Context: an optimization exercise on an open-source flow, tuned for small area, a short achievable clock period and few clock cycles per item. The choices shown serve that exercise and are no tape-out recipe. Only simulation tests tie the RTL to the original design; equivalence was not proved.

==> flow/design.v (excerpt) <==
module fc_edge (
    input  wire        clk,
    input  wire        rst,         
    input  wire        in_valid,
    output wire        in_ready,
    input  wire [2:0]  n_cells,     
    input  wire [2:0]  rot,         
    input  wire [10:0] minp,        
    input  wire [15:0] u_a,         
    input  wire [15:0] u_b,         
    input  wire [95:0] trim,        
    output reg         out_valid,
    output reg  [95:0] on_code,     
    output reg  [95:0] off_code,
    output reg  [3:0]  clip,        
    output reg  [2:0]  nssat        
);
    localparam signed [15:0] UMAX = 16'sd32440;    
    integer k;
    genvar j;
    reg        rdy;         
    reg        v0;          
    reg        p0;          
    reg [2:0]  n0, rot0;
    reg [10:0] minp0;
    reg [15:0] ua0, ub0;
    reg [63:0] trim03;      
    reg [31:0] trim45;      
    assign in_ready = rdy;
    wire accept = in_valid & rdy;
    wire two0   = n0 > 3'd4;
    always @(posedge clk) begin
        if (rst) begin
            rdy <= 1'b1;
            v0  <= 1'b0;
            p0  <= 1'b0;
        end else begin
            rdy <= ~(accept & (n_cells > 3'd4));
            v0  <= accept | (v0 & two0 & ~p0);
            p0  <= ~accept & v0 & two0 & ~p0;
        end
        trim03 <= trim[63:0];
        if (rdy) begin
            n0     <= n_cells;
            rot0   <= rot;
            minp0  <= minp;
            ua0    <= u_a;
            ub0    <= u_b;
            trim45 <= trim[95:64];
        end
    end
    wire signed [15:0] ua = ua0;
    wire signed [15:0] ub = ub0;
    wire ua_hi = ua > UMAX;
    wire ua_lo = ua < -UMAX;
    wire ub_hi = ub > UMAX;
    wire ub_lo = ub < -UMAX;
    wire [15:0] ua_u = {~ua0[15], ua0[14:0]};
    wire [15:0] ub_u = {~ub0[15], ub0[14:0]};
    wire [20:0] ua25u = {1'b0, ua_u, 4'd0} + {2'd0, ua_u, 3'd0} + {5'd0, ua_u};
    wire [20:0] ub25u = {1'b0, ub_u, 4'd0} + {2'd0, ub_u, 3'd0} + {5'd0, ub_u};
    wire [20:0] ua25 = ua_hi ? 21'd1630200 : ua_lo ? 21'd8200 : ua25u;
    wire [20:0] ub25 = ub_hi ? 21'd1630200 : ub_lo ? 21'd8200 : ub25u;
    wire [20:0] cw_a  [0:3];
    wire [20:0] cw_b  [0:3];
    wire [3:0]  cclamp [0:3];
    wire [7:0]  clip_bits;
    generate
        for (j = 0; j < 4; j = j + 1) begin : g_w
  ...
==> flow/config.mk <==
export PLATFORM = sky130hd
export DESIGN_NAME = fc_edge
export DESIGN_NICKNAME = fc_edge
export VERILOG_FILES = /design/flow/design.v
export SDC_FILE = /design/flow/constraint.sdc
export NUM_CORES = 4
export LEC_CHECK = 0
export CAP_MARGIN = 20
export CORE_MARGIN = 2
export CORE_UTILIZATION = 40
export PLACE_DENSITY = 0.6
export SLEW_MARGIN = 20
==> flow/constraint.sdc <==
create_clock -name core_clock -period 30.0 [get_ports {clk}]
set_input_delay 6.0000 -clock core_clock [delete_from_list [all_inputs] [get_ports {clk}]]
set_output_delay 6.0000 -clock core_clock [all_outputs]
set_load 0.01 [all_outputs]
run.sh (not shown) runs the stock make flow with config.mk's settings and CLKGATE_MAP_FILE= SYNTH_SCRIPT=/design/flow/synth_recipe.tcl, a recipe that flattens the netlist after the stock synthesis.
The starting point finished clean.
Testbench counts at the start, summed over its fixed seeds: cycles 24,032, items 24,000.
Next try:
Settings changed: ABC_AREA set to 1.
=> Design area climbs by about 2%; global-route usage falls by 0.37 points; non-clock buffer count is lower by 13; register-to-register slack improves by 1.3 ns; final cell count rose by about 17%; setup slack is better by 0.50 ns; die area is higher by 2.2%; clock skew went down by 0.0058 ns.

---

Setup of zinc:
Another version of the RTL of fc_edge (not shown whole).
Size in the first run: ~8,500 cells after synthesis, ~900 flip-flops, about 0.070 sq mm of cells after synthesis.
export LEC_CHECK = 0
export ABC_AREA = 1
export CAP_MARGIN = 20
export CORE_MARGIN = 2
export CORE_UTILIZATION = 60
export PLACE_DENSITY = 0.75
export SLEW_MARGIN = 20
create_clock -name core_clock -period 30.0 [get_ports {clk}]
zinc reached the end of the flow, and the finished layout is clean on the timing, design-rule and antenna checks.
Testbench counts of zinc, summed over its fixed seeds: cycles 24,032, items 24,000.
diff inputs: zinc => amber
# zinc
export LEC_CHECK = 0
export ABC_AREA = 1
export CAP_MARGIN = 20
export CORE_MARGIN = 2
export CORE_UTILIZATION = 60
export PLACE_DENSITY = 0.75
export SLEW_MARGIN = 20
create_clock -name core_clock -period 30.0 [get_ports {clk}]
# amber
export LEC_CHECK = 0
export ABC_AREA = 1
export CAP_MARGIN = 20
export CORE_MARGIN = 2
export CORE_UTILIZATION = 70
export PLACE_DENSITY = 0.85
export SLEW_MARGIN = 20
create_clock -name core_clock -period 30.0 [get_ports {clk}]
--- outcome ---
- Taking zinc as the reference, in amber register area flat; setup slack after placement up 0.11 ns; sequential share of cell area up 0.16 points; largest net degree at the start of global routing up 6.
- Comparing zinc with amber, the buffer share of cell area came out essentially unchanged.

==> separate check: timing with driven ports <==
Ports are ideal in the flow. The routed layouts listed here were re-timed in OpenROAD. Step 1 assumes that a clkbuf_16 drives the clock port and a buf_2 every other input. Step 2 also shifts input and output timing later by t, the mid clock arrival at the registers, as if the neighbouring blocks saw the same clock. Slacks: no drivers / after step 1 / after step 2; pairs: no drivers / after step 1.
| run | t (ns) | slack for setup (ns) | worst slew at a driven data input, ns | cell pins on the clock port's net |
|---|---|---|---|---|
| the first run of note 1 | 0.847 | 21.788 / 21.700 / 21.874 | 0.17 | 1 |
| the second run of note 1 | 0.837 | 22.285 / 22.200 / 22.961 | 0.06 | 1 |
| zinc | 0.760 | 22.383 / 22.305 / 22.557 | 0.06 | 1 |
| amber | 0.766 | 22.379 / 22.301 / 22.616 | 0.06 | 1 |
After both steps setup and hold are still met in every run listed.
